This design comes from an exercise in tuning for small area and a short achievable clock period on the open sky130 flow, not from production work. In this exercise RTL edits were held to simulation tests only and were not proved equivalent to the original. Power and IR drop assume default switching activity.

## flow/design.v (module list and top-level ports; edited modules follow where they fit)
// module tscalar_exec: 2098 lines
// module tsx_fa: 4 lines
// module tsx_ha: 4 lines
module tscalar_exec (
    input  wire        clk,
    input  wire        rst,          
    input  wire        in_valid,
    input  wire [39:0] instr,        
    input  wire [31:0] rs_val,
    input  wire [31:0] rt_val,
    output reg         out_valid,
    output reg         out_we,       
    output reg  [4:0]  out_rd,
    output wire [31:0] out_wdata,
    output reg         out_we2,      
    output wire [31:0] out_wdata2,
    output reg         out_sat,      
    output reg         out_ill       
);
  // ...
==> flow/flow/run.sh <==
#!/bin/bash
# The standard layout, except that the port buffers that placement adds are
# plain buf_1 cells (the resizer upsizes them where timing needs it) rather
# than the delay cells buffer_ports picks on its own.
set -euo pipefail
bash standard.sh "BUFFER_PORTS_ARGS=-buffer_cell sky130_fd_sc_hd__buf_1" finish > standard_flow.log 2>&1
==> flow/standard.sh <==
#!/bin/bash
# synth_recipe.tcl (not shown) runs the flow's synth.tcl, then flattens the netlist and writes it again
# the make line also repeats each setting of config.mk as NAME=value (left out here)
make -C /OpenROAD-flow-scripts/flow DESIGN_CONFIG=/design/flow/config.mk WORK_HOME=/design/flow/orfs CLKGATE_MAP_FILE= SYNTH_SCRIPT=/design/flow/synth_recipe.tcl "${@:-finish}"
==> flow/config.mk <==
export PLATFORM = sky130hd
export DESIGN_NAME = tscalar_exec
export DESIGN_NICKNAME = tscalar_exec
export VERILOG_FILES = /design/flow/design.v
export SDC_FILE = /design/flow/constraint.sdc
export NUM_CORES = 4
export LEC_CHECK = 0
export ABC_AREA = 1
export CAP_MARGIN = 20
export CORE_MARGIN = 2
export CORE_UTILIZATION = 50
export CTS_CLUSTER_DIAMETER = 30
export CTS_CLUSTER_SIZE = 8
export PLACE_DENSITY = 0.65
export SETUP_SLACK_MARGIN = 5
export SLEW_MARGIN = 20
export SYNTH_HIERARCHICAL = 1
==> flow/constraint.sdc <==
create_clock -name core_clock -period 10.5 [get_ports {clk}]
set_input_delay 2.1000 -clock core_clock [delete_from_list [all_inputs] [get_ports {clk}]]
set_output_delay 2.1000 -clock core_clock [all_outputs]
set_load 0.01 [all_outputs]
==> insert_results.sql, run 1 <==
INSERT INTO impl_metrics (metric_group, metric, value, unit) VALUES
('final_layout', 'seqAreaFraction', '0.0989', ''),
('yosys', 'ys_types', '58', ''),
('yosys', 'synth_ff_type', 'sky130_fd_sc_hd__dfxtp_1', ''),
('setup_path', 'path_length_in_cells_of_the_critical_path', '17', ''),
('placed_design', 'port_buffer_cells', '153', ''),
('clock_tree', 'clk_transition_reported_paths', '0.08', 'ns'),
('clock_tree', 'cts_resized', '10', ''),
('final_layout', 'insertedDiodeCount', '2', ''),
('yosys', 'synth.avg_cell_area', '7.62', 'um2'),
('route', 'top_layer_used', 'met5', ''),
('global_route', 'grt.met2_usage', '0.656', ''),
('clock_tree', 'clock_tree.root_cell', 'sky130_fd_sc_hd__clkbuf_16', ''),
('flow_run', 'max_cap_viol_count', '0', ''),
('route', 'drt_first_pass_iters', '9', ''),
('timing', 'slew_headroom', '0.207', ''),
('global_route', 'first_pass_grt_wire_length', '248000', 'um'),
('yosys', 'post_synth_fa_ha_maj_area_fraction', '0.301', ''),
('die', 'start_util', '0.507', ''),
('power', 'power.largest_group', 'combinational logic', ''),
('route', 'met3WireLength', '25000', 'um'),
('die', 'placement_rows', '97', ''),
('setup_path', 'cpMaxStageDelayCell', 'sky130_fd_sc_hd__xor2_1', ''),
('setup_path', 'timing.critical_path.to', 'o_s[29]$_DFF_P_', ''),
('placed_design', 'placedInstanceArea', '36700', 'um2'),
('setup_path', 'crit-reg2reg-capture', 'o_s[29]$_DFF_P_', ''),
('status', 'status', 'no timing/DRC/antenna violations', ''),
('setup_path', 'required', '10.89', 'ns'),
('yosys', 'post_synth_inst_count', '4682', ''),
('timing', 'setup_total_negative_slack', '0', 'ns'),
('power', 'power.total', '8.21', 'mW'),
('placed_design', 'detailed_place_hpwl', '121000', 'um'),
('final_layout', 'clockBufferCount', '18', ''),
('setup_path', 'cp_common_cell', 'sky130_fd_sc_hd__fa_1', '');
==> run 2: changes to the inputs <==
--- a/flow/design.v
+++ b/flow/design.v
@@ -199,55 +199,40 @@
         ({32{(d_min | d_max) & sel_b}} & rt_val) |
         ({32{(d_min | d_max) & ~sel_b}} & rs_val) |
         ({32{d_exp}} & {24'd0, rs_val[30:23]}) |
         ({32{d_shl}} & rev32(rs_val)) |
         ({32{d_and | d_andi}} & (rs_val & lg_b)) |
         ({32{d_or | d_ori}} & (rs_val | lg_b)) |
         ({32{d_xor | d_xori}} & (rs_val ^ lg_b)) |
         ({32{~(d_slt | d_sltu | d_min | d_max | d_exp | d_lui | d_shl | lg_op)}} & rs_val);
-    wire [32:0] bo_b = {rt_val, 1'b0};
-    wire [31:0] bo_code;
-    wire [15:0] op_neg;
-    genvar gi;
-    generate
-        for (gi = 0; gi < 16; gi = gi + 1) begin : g_booth
-            assign bo_code[2 * gi]     = bo_b[2 * gi + 1] ^ bo_b[2 * gi];
-            assign bo_code[2 * gi + 1] = (bo_b[2 * gi + 2] & ~bo_b[2 * gi + 1] & ~bo_b[2 * gi]) |
-                                         (~bo_b[2 * gi + 2] & bo_b[2 * gi + 1] & bo_b[2 * gi]);
-            assign op_neg[gi]          = bo_b[2 * gi + 2];
-        end
-    endgenerate
     wire [31:0] op_b =
-        ({32{d_mul | d_mulh}} & bo_code) |
-        ({32{fmt_rr & ~(d_mul | d_mulh | d_sub | d_slt | d_sltu | d_min | d_max | d_exp | d_norm |
+        ({32{fmt_rr & ~(d_sub | d_slt | d_sltu | d_min | d_max | d_exp | d_norm |
                         d_and | d_or | d_xor | d_srl | d_sra)}} & rt_val) |
         ({32{d_srl | d_sra}} & {20'd0, 5'd31, 2'd0, rt_val[4:0]}) |
         ({32{d_srli | d_srai}} & {20'd0, 5'd31, 2'd0, imm[4:0]}) |
         ({32{d_sub}} & ~rt_val) |
         ({32{d_addi}} & {{15{imm[16]}}, imm}) |
         ({32{d_slli | d_sats}} & {15'd0, imm}) |
         ({32{d_exp}} & 32'hFFFFFF81) |
         ({32{d_lui}} & {imm[14:0], 17'd0}) |
         ({32{d_norm}} & {27'd0, cls});
     reg        r_valid;
     reg [31:0] r_a, r_b;
-    reg [15:0] r_neg;
     reg [4:0]  r_rd;
     reg        r_we, r_we2, r_ill, r_sat;
     reg        r_kadd, r_cin, r_kshl, r_ksats,
                r_fill, r_inc, r_kmul, r_kmulh;
     always @(posedge clk) begin
         if (rst)
             r_valid <= 1'b0;
         else
             r_valid <= in_valid;
         r_a     <= op_a;
         r_b     <= op_b;
-        r_neg   <= op_neg;
         r_rd    <= i_rd;
         r_we    <= mine & ~ill;
         r_we2   <= d_norm & ~ill;
         r_ill   <= mine & ill;
         r_sat   <= d_sats & ~ill;
         r_kadd  <= d_add | d_sub | d_addi | d_slt | d_sltu | d_min | d_max | d_exp | d_lui | lg_op;
         r_cin   <= d_sub;
         r_kshl  <= d_shl;
@@ -258,17 +243,17 @@
         r_kmulh <= d_mulh;
     end
     wire [32:0] sh_x = {r_fill & r_a[31], r_a};
     wire [32:0] sh_y = $signed(sh_x) >>> r_b[4:0];
     wire [31:0] y    = sh_y[31:0];
     wire [4:0]  wm1 = r_b[11:7];
     wire [32*6-1:0] ip;
     assign ip[31:0] = y;
-    genvar gl;
+    genvar gl, gi;
     generate
         for (gl = 0; gl < 5; gl = gl + 1) begin : g_inc
             for (gi = 0; gi < 32; gi = gi + 1) begin : g_bit
                 if ((gi >> gl) & 1)
                     assign ip[32 * (gl + 1) + gi] = ip[32 * gl + gi] & ip[32 * gl + ((gi >> gl) << gl) - 1];
                 else
                     assign ip[32 * (gl + 1) + gi] = ip[32 * gl + gi];
             end
@@ -276,24 +261,26 @@
     endgenerate
     wire [31:0] qr   = y ^ ({ip[32 * 5 + 30:32 * 5], 1'b1} & {32{r_inc}});
     wire [31:0] wmsk = 32'hFFFFFFFF << wm1;                
     wire        all1 = &(qr | ~wmsk);
     wire        all0 = ~|(qr & wmsk);
     wire        satv = ~(all1 | all0);
     wire [31:0] sres = satv ? (qr[31] ? wmsk : ~wmsk) : qr;
     wire [31:0] m_a = r_a;
+    wire [32:0] bo_b = {r_b, 1'b0};
     wire [15:0] bo_one, bo_two, bo_neg;
     generate
-        for (gi = 0; gi < 16; gi = gi + 1) begin : g_bdig
-            assign bo_one[gi] = r_b[2 * gi];
-            assign bo_two[gi] = r_b[2 * gi + 1];
+        for (gi = 0; gi < 16; gi = gi + 1) begin : g_booth
+            assign bo_one[gi] = bo_b[2 * gi + 1] ^ bo_b[2 * gi];
+            assign bo_two[gi] = (bo_b[2 * gi + 2] & ~bo_b[2 * gi + 1] & ~bo_b[2 * gi]) |
+                                (~bo_b[2 * gi + 2] & bo_b[2 * gi + 1] & bo_b[2 * gi]);
+            assign bo_neg[gi] = bo_b[2 * gi + 2];
         end
     endgenerate
-    assign bo_neg = r_neg;
     wire pp0_0 = ((m_a[0] & bo_one[0]) | (1'b0 & bo_two[0])) ^ bo_neg[0];
     wire pp0_1 = ((m_a[1] & bo_one[0]) | (m_a[0] & bo_two[0])) ^ bo_neg[0];
     wire pp0_2 = ((m_a[2] & bo_one[0]) | (m_a[1] & bo_two[0])) ^ bo_neg[0];
     wire pp0_3 = ((m_a[3] & bo_one[0]) | (m_a[2] & bo_two[0])) ^ bo_neg[0];
     wire pp0_4 = ((m_a[4] & bo_one[0]) | (m_a[3] & bo_two[0])) ^ bo_neg[0];
     wire pp0_5 = ((m_a[5] & bo_one[0]) | (m_a[4] & bo_two[0])) ^ bo_neg[0];
     wire pp0_6 = ((m_a[6] & bo_one[0]) | (m_a[5] & bo_two[0])) ^ bo_neg[0];
     wire pp0_7 = ((m_a[7] & bo_one[0]) | (m_a[6] & bo_two[0])) ^ bo_neg[0];
==> flow/config.mk (replaced) <==
export PLATFORM = sky130hd
export DESIGN_NAME = tscalar_exec
export DESIGN_NICKNAME = tscalar_exec
export VERILOG_FILES = /design/flow/design.v
export SDC_FILE = /design/flow/constraint.sdc
export NUM_CORES = 4
export LEC_CHECK = 0
export ABC_AREA = 1
export CAP_MARGIN = 5
export CORE_MARGIN = 2
export CORE_UTILIZATION = 50
export CTS_CLUSTER_DIAMETER = 30
export CTS_CLUSTER_SIZE = 8
export PLACE_DENSITY = 0.65
export SETUP_SLACK_MARGIN = 5
export SLEW_MARGIN = 5
export SYNTH_HIERARCHICAL = 1
==> run 2 against run 1 <==
  * First-iteration DRC count is 9.2% lower
  * Largest cell class unchanged
  * Non-clock buffer count is 19 higher
  * Power is 20% lower
  * Via count is 2.8% lower
  * Hold slack worse by 0.0020 ns
  * Core utilization is 0.29 points higher
  * Sequential share of layout area is 0.79 points lower
  * Critical path type unchanged
  * Sequential power is 8.5% lower
==> insert_results.sql, run 2 <==
INSERT INTO impl_metrics (metric_group, metric, value, unit) VALUES
('global_route', 'grtUsageMet3', '0.122', ''),
('placed_design', 'routabilityCongestion', '1.09', ''),
('power', 'pwr-share-comb', '0.784', ''),
('clock_tree', 'clk-insertion-delay-late', '0.49', 'ns'),
('power', 'power.sequential.fraction', '0.112', ''),
('yosys', 'syn_area', '35000', 'um2'),
('final_layout', 'multi_input_area', '28700', 'um2'),
('timing', 'max_freq', '181', 'MHz'),
('timing', 'timing.final.setup_violations', '0', ''),
('setup_path', 'required', '10.84', 'ns'),
('power', 'cell_internal_pwr', '2.84', 'mW'),
('placed_design', 'detailed_place_hpwl', '114000', 'um'),
('yosys', 'synth.ff_latch_count', '168', ''),
('route', 'finalWirelength', '157000', 'um'),
('yosys', 'synth.avg_cell_area', '7.57', 'um2'),
('setup_path', 'crit-reg2reg-capture', 'o_s[29]$_DFF_P_', ''),
('final_layout', 'layout_commonest_cell', 'sky130_fd_sc_hd__nand2_1', ''),
('setup_path', 'worst_path_cell_trace', 'buf_4 -> inv_6 -> nand2_1 -> nand3_1 -> o21ai_0 -> fa_1 -> fa_1 -> fa_1 -> fa_1 -> fa_1 -> fa_2 -> nand2_1 -> o21ai_0 -> a21oi_2 -> o21ai_1 -> inv_1 -> nand2_1', ''),
('final_layout', 'postLayoutCoreUtil', '0.536', ''),
('yosys', 'async_flop_share', '0', ''),
('global_route', 'antenna_found_initial', '4', ''),
('clock_tree', 'tritoncts', 'built', ''),
('yosys', 'most_area_consuming_cells_after_synthesis', 'sky130_fd_sc_hd__fa_1 24%, sky130_fd_sc_hd__xor2_1 13%, sky130_fd_sc_hd__dfxtp_1 9.6%', ''),
('timing', 'grt_setup_unrepaired', 'yes', ''),
('route', 'detail-route-antenna-nets', '0', ''),
('yosys', 'synth-edff-count', '0', ''),
('yosys', 'synth_largest_area_cell', 'sky130_fd_sc_hd__fa_1', ''),
('yosys', 'post_synth_inst_count', '4627', ''),
('power', 'switching_share', '0.568', ''),
('setup_path', 'r2r_setup_slack', '4.97', 'ns'),
('route', 'avgViaCountPerCell', '6.64', ''),
('clock_tree', 'htree_num_levels', '4', ''),
('route', 'drt_first_pass_iters', '10', ''),
('timing', 'slew_headroom', '0.201', ''),
('final_layout', 'area_growth', '6.69', '%'),
('setup_path', 'cp_top_family', 'adder cells', ''),
('yosys', 'seq_area_frac_synth', '0.0960', ''),
('placed_design', 'port_buffer_cells', '153', ''),
('yosys', 'netlist.area_leader.share', '0.243', ''),
('min_path', 'hp-class', 'flop to flop', ''),
('power', 'power.total', '6.57', 'mW'),
('timing', 'fin_hold_viols', '0', ''),
('route', 'avgRoutedWirePerCell', '28.5', 'um'),
('yosys', 'synth_ff_type', 'sky130_fd_sc_hd__dfxtp_1', ''),
('setup_path', 'r2r-start', 'r_b[0]$_DFF_P_', ''),
('setup_path', 'critPathMaxFanout', '34', ''),
('timing', 'least_margin_pin_slew', '1.20', 'ns'),
('die', 'die_area', '72200', 'um2'),
('timing', 'fin_worst_skew', '0.0188', 'ns'),
('clock_tree', 'clk_transition_reported_paths', '0.07', 'ns'),
('route', 'routed-via-count', '36600', ''),
('global_route', 'first_global_vias', '34000', ''),
('min_path', 'hold_path_depth', '0', ''),
('clock_tree', 'cts_num_sinks', '168', ''),
('timing', 'finalHoldWorstSlack', '0.328', 'ns'),
('route', 'drt_first_iter_violations', '5349', ''),
('global_route', 'track_usage', '0.427', ''),
('die', 'start_util', '0.503', ''),
('final_layout', 'seqCellArea', '3400', 'um2'),
('power', 'pwr_density_cell', '176', 'nW/um2'),
('die', 'die_width', '269', 'um'),
('clock_tree', 'clock_tree.root_cell', 'sky130_fd_sc_hd__clkbuf_16', ''),
('clock_tree', 'cts-buffers-inserted', '17', ''),
('yosys', 'ys_types', '58', ''),
('setup_path', 'capturing_element_type_of_the_critical_path', 'flop', ''),
('setup_path', 'cpMaxStageDelayCell', 'sky130_fd_sc_hd__fa_1', ''),
('yosys', 'synth-warning-count', '7', ''),
('die', 'chip_height', '269', 'um'),
('final_layout', 'post_route_cells_drive_above_1_share', '0.0613', ''),
('status', 'status', 'no timing/DRC/antenna violations', ''),
('yosys', 'synth_commonest_cells', '731 x sky130_fd_sc_hd__nand2_1, 533 x sky130_fd_sc_hd__xor2_1, 485 x sky130_fd_sc_hd__o22ai_1', ''),
('flow_run', 'max_cap_viol_count', '0', ''),
('global_route', 'first_pass_grt_wire_length', '227000', 'um'),
('timing', 'timing.final.crit_period', '5.53', 'ns'),
('die', 'placement_rows', '97', ''),
('die', 'floorplan.core_area', '69700', 'um2'),
('clock_tree', 'cts.path.max_buffers', '2', ''),
('setup_path', 'timing.critical_path.to', 'o_s[29]$_DFF_P_', ''),
('power', 'net-switching-power', '3.73', 'mW'),
('final_layout', 'nets_final', '5267', ''),
('global_route', 'pin_count_of_the_biggest_net_entering_global_routing', '72', ''),
('power', 'vdd_ir_drop_max', '0.234', 'mV'),
('global_route', 'grt_most_used_layer', 'met2', ''),
('global_route', 'groute.layer.met1.usage', '0.562', ''),
('route', 'route.detailed.drc', '0', ''),
('setup_path', 'critPathMaxStageDelay', '0.59', 'ns'),
('global_route', 'globalRoute.totalOverflow', '0', ''),
('final_layout', 'fill_cells', '6820', ''),
('setup_path', 'timing.critical_path.from', 'r_b[0]$_DFF_P_', ''),
('final_layout', 'most-common-layout-cells', '726 x sky130_fd_sc_hd__nand2_1, 533 x sky130_fd_sc_hd__xor2_1, 485 x sky130_fd_sc_hd__o22ai_1, 422 x sky130_fd_sc_hd__fa_1, 397 x sky130_fd_sc_hd__inv_1', ''),
('timing', 'maxSlewViolCount', '0', ''),
('global_route', 'grt.met2_usage', '0.612', ''),
('setup_path', 'worst_setup_path_start_kind', 'flop', ''),
('setup_path', 'critPathKind', 'flop to flop', ''),
('power', 'leakagePower', '19.3', 'nW'),
('setup_path', 'worst-path-buf-inv', '3', ''),
('die', 'io_pins', '181', ''),
('setup_path', 'worst-endpoint-arrival', '5.87', 'ns'),
('yosys', 'post-synth-top-count-cell', 'sky130_fd_sc_hd__nand2_1', ''),
('timing', 'min_period_over_period', '0.527', ''),
('setup_path', 'path_length_in_cells_of_the_critical_path', '17', ''),
('setup_path', 'worst_r2r_path_depth', '17', ''),
('timing', 'setup_total_negative_slack', '0', 'ns'),
('power', 'p_clk_frac', '0.104', ''),
('setup_path', 'cp_common_cell', 'sky130_fd_sc_hd__fa_1', '');
==> run 2: cell count changes after synthesis, moves of 8 or more <==
cell	change
sky130_fd_sc_hd__o221ai_1	-36
sky130_fd_sc_hd__a22o_1	+8
sky130_fd_sc_hd__dfxtp_1	-16
sky130_fd_sc_hd__a211oi_1	+11
sky130_fd_sc_hd__a21oi_1	-14
sky130_fd_sc_hd__xor2_1	-42
sky130_fd_sc_hd__a221oi_1	-17
sky130_fd_sc_hd__o2111ai_1	+26
sky130_fd_sc_hd__nand2_1	+9
sky130_fd_sc_hd__inv_2	+8
sky130_fd_sc_hd__o22ai_1	-8
sky130_fd_sc_hd__nand3_1	+25
==> run 2: worst min path at each step <==
stage                          from           endpoint  slack (ns)
finish              r_rd[1]$_DFF_P_  out_rd[1]$_DFF_P_        0.33
global route          r_we2$_DFF_P_    out_we2$_DFF_P_        0.34
CTS                 r_rd[1]$_DFF_P_  out_rd[1]$_DFF_P_        0.33
detailed placement    r_we2$_DFF_P_    out_we2$_DFF_P_        0.31
global placement    r_rd[4]$_DFF_P_  out_rd[4]$_DFF_P_        0.31
floorplan             r_ill$_DFF_P_    out_ill$_DFF_P_        0.31
==> run 2: cell families after synthesis <==
kind of cell	after synthesis	synth area share
AO/OA/AOI/OAI	1057	0.191
XOR/XNOR	563	0.141
adder cells (fa/ha/maj)	607	0.308
buffers and inverters	833	0.0953
flip-flops	168	0.0960
other	1	0.000107
AND/OR/NAND/NOR	1398	0.169
==> run 2: stage by stage <==
| stage | area (um2) | worst slack [ns] | std cells |
|---|---|---|---|
| global route | 37400 | 4.97 | 5506 |
| floorplan | 35100 | 5.22 | 4653 |
| finish | 37400 | 4.97 | 5507 |
| global placement | 36000 | 4.04 | 5447 |
| CTS | 37000 | 4.95 | 5490 |
| detailed placement | 36000 | 4.02 | 5447 |
==> run 2: final cells by class <==
cell class | instances | share of cell area
repair buffers | 287 | 0.0500
clock inverters | 15 | 0.00532
well taps | 940 | 0.0315
multi-input cells | 3652 | 0.767
flip-flops and latches | 168 | 0.0910
diodes | 1 | 0.0000670
repair inverters | 2 | 0.000268
inverters | 425 | 0.0436
clock buffers | 17 | 0.0114
==> run 2: power by group through the flow <==
| stage | Clock [mW] | Combinational (mW) | Sequential, mW |
|---|---|---|---|
| after global routing | 0.714 | 5.35 | 0.734 |
| after CTS | 0.691 | 4.85 | 0.730 |
| after global placement | 0 | 4.79 | 0.744 |
| after floorplan | 0 | 2.81 | 0.710 |
| final | 0.685 | 5.15 | 0.734 |
| after detailed placement | 0 | 4.81 | 0.744 |
==> run 2: timing repair <==
item	4_1_cts	5_1_grt
hold buffers	0	0
gates cloned	2	3
buffers inserted	9	13
pin swaps	2	5
gates resized for setup	61	61
setup endpoints to repair	92	84
==> run 2: routing by layer <==
layer  part of all wire  up-vias
met1               0.37    17300
met4              0.081        4
met3               0.14      630
met5            0.00015        -
li1                   -    15500
met2               0.41     3145
==> run 2: per-module statistics from Yosys, one instance, submodules excluded <==
module        cells  copies in the design  flops+latches  area, um2
tscalar_exec   4163                     1            168      26000
tsx_fa            1                   425              0       20.0
tsx_ha            1                    39              0       12.5

-- what the ideal ports hide --
The results above use ideal ports. As a check the final layouts listed here were re-extracted and re-timed, cells and wires unchanged.
Step 1 sets driving cells, clkbuf_16 on the clock port and buf_2 on the other inputs (assumed; they add their load-dependent delay and slew).
Step 2 times the ports against the registers' clock, not the clock port: input delays grow and output delays shrink by t, the midpoint of the rising clock arrivals with the driver on.
Three values: no drivers, after step 1, after step 2; two values: the first two.
run | t, ns | slack for setup (ns) | latest minus earliest clock arrival (ns) | worst slew at a driven data input, ns
run 1 | 0.577 | 4.977 / 4.977 / 4.684 | 0.032 / 0.031 | 0.09
run 2 | 0.542 | 4.969 / 4.969 / 4.691 | 0.020 / 0.020 | 0.04
After both steps every run listed still meets setup and hold. The setup slack of run 1, which loses most, moves by 0.000 ns with the drivers and by -0.293 ns with both steps.
